This is an optimization exercise on Yosys and OpenROAD, whose aim is small area, a short achievable clock period and few clock cycles per item, not a production implementation.
Function was checked by simulation only, so behaviour that the tests miss may differ from the original.

==> module aes256_enc, before the edit <==
module aes256_enc (
    input  wire         clk,
    input  wire         rst,         
    input  wire         in_valid,
    output wire         in_ready,
    input  wire [255:0] key,
    input  wire [127:0] block_in,
    output wire         out_valid,
    input  wire         out_ready,
    output wire [127:0] block_out
);
    localparam W1 = 18;              
    localparam [1:0] EMPTY = 2'd0, ACTIVE = 2'd1, DONE = 2'd2;
    reg  [127:0]     s0;     
    reg  [255:0]     k0;     
    reg  [1:0]       st0;
    reg  [3:0]       rnd0;   
    reg  [1:0]       tk0;    
    reg  [16*W1-1:0] c1;     
    reg  [255:0]     k1;     
    reg  [4*W1-1:0]  kc1;
    reg  [1:0]       st1;
    reg  [3:0]       rnd1;
    reg  [1:0]       tk1;
    reg              last1;      
    reg              act1;       
    reg              fin1;       
    reg              done1;      
    reg              to_obuf;    
    reg              fresh0;     
    reg              free1;      
    reg  [127:0]     obuf;   
    reg              ovalid;
    reg  [1:0]       in_tk;  
    reg  [1:0]       o_tk;   
    assign in_ready  = free1;
    assign out_valid = ovalid;
    assign block_out = obuf;
    wire start = in_valid && free1;
    wire [16*W1-1:0] da;
    genvar i;
    generate
        for (i = 0; i < 16; i = i + 1) begin : g_sa
            aes_sbox_a u_sa (
                .a(s0[127 - 8*i -: 8]),
                .p(da[16*W1-1 - W1*i -: W1])
            );
        end
    endgenerate
    wire [31:0]     w_last = k0[31:0];
    wire [4*W1-1:0] ka;
    generate
        for (i = 0; i < 4; i = i + 1) begin : g_ka
            aes_sbox_a u_ka (
                .a(w_last[31 - 8*i -: 8]),
                .p(ka[4*W1-1 - W1*i -: W1])
            );
        end
    endgenerate
    wire [127:0] sub;        
    wire [127:0] sr;         
    generate
        for (i = 0; i < 16; i = i + 1) begin : g_sb
            aes_sbox_b u_sb (
                .p(c1[16*W1-1 - W1*i -: W1]),
                .y(sub[127 - 8*i -: 8])
            );
            assign sr[127 - 8*i -: 8] =
                sub[127 - 8*((i % 4) + 4*(((i / 4) + (i % 4)) % 4)) -: 8];
        end
    endgenerate
    function [7:0] xtime;
        input [7:0] b;
        xtime = {b[6:0], 1'b0} ^ (b[7] ? 8'h1b : 8'h00);
    endfunction
    wire [127:0] round_key = k1[127:0];
    wire [127:0] round_out;
    generate
        for (i = 0; i < 4; i = i + 1) begin : g_mix
            wire [7:0] a0 = sr[127 - 32*i      -: 8];
            wire [7:0] a1 = sr[127 - 32*i -  8 -: 8];
            wire [7:0] a2 = sr[127 - 32*i - 16 -: 8];
            wire [7:0] a3 = sr[127 - 32*i - 24 -: 8];
            wire [7:0] r0 = round_key[127 - 32*i      -: 8];
            wire [7:0] r1 = round_key[127 - 32*i -  8 -: 8];
            wire [7:0] r2 = round_key[127 - 32*i - 16 -: 8];
            wire [7:0] r3 = round_key[127 - 32*i - 24 -: 8];
            wire [7:0] p01 = a0 ^ a1;
            wire [7:0] p12 = a1 ^ a2;
            wire [7:0] p23 = a2 ^ a3;
            wire [7:0] p30 = a3 ^ a0;
            wire [7:0] m0 = xtime(p01) ^ (a1 ^ r0) ^ p23;
            wire [7:0] m1 = xtime(p12) ^ (a2 ^ r1) ^ p30;
            wire [7:0] m2 = xtime(p23) ^ (a3 ^ r2) ^ p01;
            wire [7:0] m3 = xtime(p30) ^ (a0 ^ r3) ^ p12;
            assign round_out[127 - 32*i      -: 8] = last1 ? a0 ^ r0 : m0;
            assign round_out[127 - 32*i -  8 -: 8] = last1 ? a1 ^ r1 : m1;
            assign round_out[127 - 32*i - 16 -: 8] = last1 ? a2 ^ r2 : m2;
            assign round_out[127 - 32*i - 24 -: 8] = last1 ? a3 ^ r3 : m3;
        end
    endgenerate
    wire [31:0] ks_sub;
    generate
        for (i = 0; i < 4; i = i + 1) begin : g_kb
            aes_sbox_b u_kb (
                .p(kc1[4*W1-1 - W1*i -: W1]),
                .y(ks_sub[31 - 8*i -: 8])
            );
        end
    endgenerate
    reg [7:0] rcon;
    always @* begin
        case (rnd1[3:1])
            3'd0:    rcon = 8'h01;
            3'd1:    rcon = 8'h02;
            3'd2:    rcon = 8'h04;
            3'd3:    rcon = 8'h08;
            3'd4:    rcon = 8'h10;
            3'd5:    rcon = 8'h20;
            default: rcon = 8'h40;
        endcase
    end
    wire [31:0] ks_t = rnd1[0] ? {ks_sub[23:16] ^ rcon, ks_sub[15:0], ks_sub[31:24]}
                               : ks_sub;
    wire [31:0] q0  = k1[255:224];
    wire [31:0] q1  = k1[223:192];
    wire [31:0] q2  = k1[191:160];
    wire [31:0] q3  = k1[159:128];
    wire [31:0] nw0 = q0 ^ ks_t;
    wire [31:0] nw1 = q1 ^ ks_t;
    wire [31:0] nw2 = q2 ^ ks_t;
    wire [31:0] nw3 = q3 ^ ks_t;
    wire       ovalid_n  = to_obuf || (ovalid && !out_ready);
    wire [1:0] o_tk_n    = to_obuf ? o_tk + 2'd1 : o_tk;
    wire       last_n    = (rnd0 == 4'd14);
    wire       fin_n     = (st0 == ACTIVE) && last_n;
    wire       to_obuf_n = ((st0 == DONE) || fin_n) && !ovalid_n && (tk0 == o_tk_n);
    always @(posedge clk) begin
        if (rst) begin
            st0     <= EMPTY;
            st1     <= EMPTY;
            act1    <= 1'b0;
            fin1    <= 1'b0;
            done1   <= 1'b0;
            to_obuf <= 1'b0;
            free1   <= 1'b1;
            ovalid  <= 1'b0;
            in_tk   <= 2'd0;
            o_tk    <= 2'd0;
        end else begin
            st1     <= st0;
            act1    <= (st0 == ACTIVE) && !last_n;
            fin1    <= fin_n;
            done1   <= (st0 == DONE);
            to_obuf <= to_obuf_n;
            fresh0  <= fin1 && !to_obuf;
            free1   <= (st0 == EMPTY) || to_obuf_n;
            ovalid  <= ovalid_n;
            o_tk    <= o_tk_n;
            if (free1)
                st0 <= in_valid ? ACTIVE : EMPTY;
            else if (act1)
                st0 <= ACTIVE;
            else
                st0 <= DONE;
            if (start)
                in_tk <= in_tk + 2'd1;
        end
    end
    always @(posedge clk) begin
        last1 <= last_n;
        rnd1  <= rnd0;
        tk1   <= tk0;
        if (free1) begin
            rnd0 <= 4'd1;
            tk0  <= in_tk;
        end else begin
            rnd0 <= rnd1 + 4'd1;
            tk0  <= tk1;
        end
    end
    always @(posedge clk) begin
        c1  <= da;
        k1  <= {k0[255:224],
                k0[255:224] ^ k0[223:192],
                k0[255:224] ^ k0[223:192] ^ k0[191:160],
                k0[255:224] ^ k0[223:192] ^ k0[191:160] ^ k0[159:128],
                fresh0 ? s0 : k0[127:0]};
        kc1 <= ka;
        if (free1)
            s0 <= block_in ^ key[255:128];
        else
            s0 <= round_out;
        if (free1)
            k0 <= key;
        else if (act1)
            k0 <= {k1[127:0], nw0, nw1, nw2, nw3};
        else
            k0 <= {k1[127:0], k1[127:0]};
        if (to_obuf)
            obuf <= done1 ? k1[127:0] : round_out;
    end
endmodule
export LEC_CHECK = 0
export CAP_MARGIN = 20
export CORE_MARGIN = 2
export CORE_UTILIZATION = 35
export CTS_CLUSTER_DIAMETER = 60
export CTS_CLUSTER_SIZE = 20
export SETUP_SLACK_MARGIN = 2.6
export SLEW_MARGIN = 20
export TNS_END_PERCENT = 0
create_clock -name core_clock -period 6.0 [get_ports {clk}]
standard.sh (not shown) runs the stock make flow with config.mk's settings and CLKGATE_MAP_FILE= SYNTH_SCRIPT=/design/flow/synth_recipe.tcl, a recipe that flattens the netlist after the stock synthesis.
==> flow/flow/run.sh <==
#!/bin/bash
# Layout flow: the standard flow (standard.sh: ORFS synthesis,
# floorplan, placement, CTS, routing and finish) with two changes:
#  1. Synthesis is the standard flow's own (synth_recipe.tcl), except that ABC maps the
#     logic with flow/abc.script, an area-oriented mapping (&nf with the
#     delay constraint relaxed), instead of ORFS's abc_speed.script, which
#     maps for the least delay (see flow/synth.tcl).
#  2. Global placement gives every input and output port a buffer of the
#     platform's smallest buffer cell, sky130_fd_sc_hd__buf_1, instead of the
#     resizer's default choice. Later repair may resize it.
# make's output goes to standard.log; each ORFS step keeps its own log under
# orfs/logs/.
set -euo pipefail
cd "$(dirname "$0")/.."
W=$PWD
export MY_ABC_SCRIPT=$W/flow/abc.script
export FLOW_SYNTH_TCL=$W/synth_recipe.tcl
export BUFFER_PORTS_ARGS="-buffer_cell sky130_fd_sc_hd__buf_1"
sed -E "s#'?SYNTH_SCRIPT=[^ ']*'?#SYNTH_SCRIPT=$W/flow/synth.tcl#" standard.sh > own_standard.sh
grep -q "SYNTH_SCRIPT=$W/flow/synth.tcl" own_standard.sh
bash own_standard.sh finish > standard.log 2>&1
==> flow/flow/abc.script <==
&get -n
&st
&dch
&nf -R 1000 -p
&put
buffer -c
topo
stime -c
upsize -c
dnsize -c
==> flow/flow/synth.tcl <==
# The standard flow's own synthesis (synth_recipe.tcl in the work folder, which sources
# ORFS's synth.tcl), with one change: ABC maps the logic with the script
# named by MY_ABC_SCRIPT (flow/abc.script) in place of ORFS's
# abc_speed.script. Flip-flops are mapped before ABC runs, so the registers
# are those of the standard synthesis.
proc abc {args} {
  set i [lsearch -exact $args -script]
  if {$i >= 0} {
    lset args [expr {$i + 1}] $::env(MY_ABC_SCRIPT)
  }
  yosys abc {*}$args
}
source $::env(FLOW_SYNTH_TCL)
Testbench counts at the start, summed over its fixed seeds: cycles 28,712, items 2,048.
Change:
--- a/flow/design.v
+++ b/flow/design.v
@@ -168,13 +168,13 @@
     reg  [127:0]     s0;     
     reg  [255:0]     k0;     
     reg  [1:0]       st0;
     reg  [3:0]       rnd0;   
     reg  [1:0]       tk0;    
     reg  [16*W1-1:0] c1;     
-    reg  [255:0]     k1;     
+    reg  [255:0]     k1;
     reg  [4*W1-1:0]  kc1;
     reg  [1:0]       st1;
     reg  [3:0]       rnd1;
     reg  [1:0]       tk1;
     reg              last1;      
     reg              act1;       
@@ -274,15 +274,15 @@
             default: rcon = 8'h40;
         endcase
     end
     wire [31:0] ks_t = rnd1[0] ? {ks_sub[23:16] ^ rcon, ks_sub[15:0], ks_sub[31:24]}
                                : ks_sub;
     wire [31:0] q0  = k1[255:224];
-    wire [31:0] q1  = k1[223:192];
-    wire [31:0] q2  = k1[191:160];
-    wire [31:0] q3  = k1[159:128];
+    wire [31:0] q1  = q0 ^ k1[223:192];
+    wire [31:0] q2  = q1 ^ k1[191:160];
+    wire [31:0] q3  = q2 ^ k1[159:128];
     wire [31:0] nw0 = q0 ^ ks_t;
     wire [31:0] nw1 = q1 ^ ks_t;
     wire [31:0] nw2 = q2 ^ ks_t;
     wire [31:0] nw3 = q3 ^ ks_t;
     wire       ovalid_n  = to_obuf || (ovalid && !out_ready);
     wire [1:0] o_tk_n    = to_obuf ? o_tk + 2'd1 : o_tk;
@@ -332,17 +332,13 @@
             rnd0 <= rnd1 + 4'd1;
             tk0  <= tk1;
         end
     end
     always @(posedge clk) begin
         c1  <= da;
-        k1  <= {k0[255:224],
-                k0[255:224] ^ k0[223:192],
-                k0[255:224] ^ k0[223:192] ^ k0[191:160],
-                k0[255:224] ^ k0[223:192] ^ k0[191:160] ^ k0[159:128],
-                fresh0 ? s0 : k0[127:0]};
+        k1  <= {k0[255:128], fresh0 ? s0 : k0[127:0]};
         kc1 <= ka;
         if (free1)
             s0 <= block_in ^ key[255:128];
         else
             s0 <= round_out;
         if (free1)
After rerunning: The new run ran to the end with no violations. First-iteration DRC count falls by 7.2%. Sequential cell count stays the same. Setup slack loses 0.20 ns. Cell area falls by 1.3%. Via count falls by 2.9%.
Testbench counts after the change, summed over its fixed seeds: cycles 28,712, items 2,048.

## static timing again, ports no longer ideal
In the flow no input, the clock included, has a driving cell. The finished layouts below were timed again as built, in two steps. Step 1 assumes that a clkbuf_16 drives the clock port and a buf_2 every other input. Step 2 times the ports against the registers' clock, not the clock port: input delays grow and output delays shrink by t, the midpoint of the rising clock arrivals with the driver on. Three values: no drivers, after step 1, after step 2; two values: the first two.
| run | shift t [ns] | setup WS [ns] | worst setup path after step 2 |
|---|---|---|---|
| the first run | 0.842 | 2.537 / 2.537 / 2.537 | register to register |
| the second run | 0.831 | 2.338 / 2.338 / 2.338 | register to register |
After both steps every run listed still meets setup and hold.
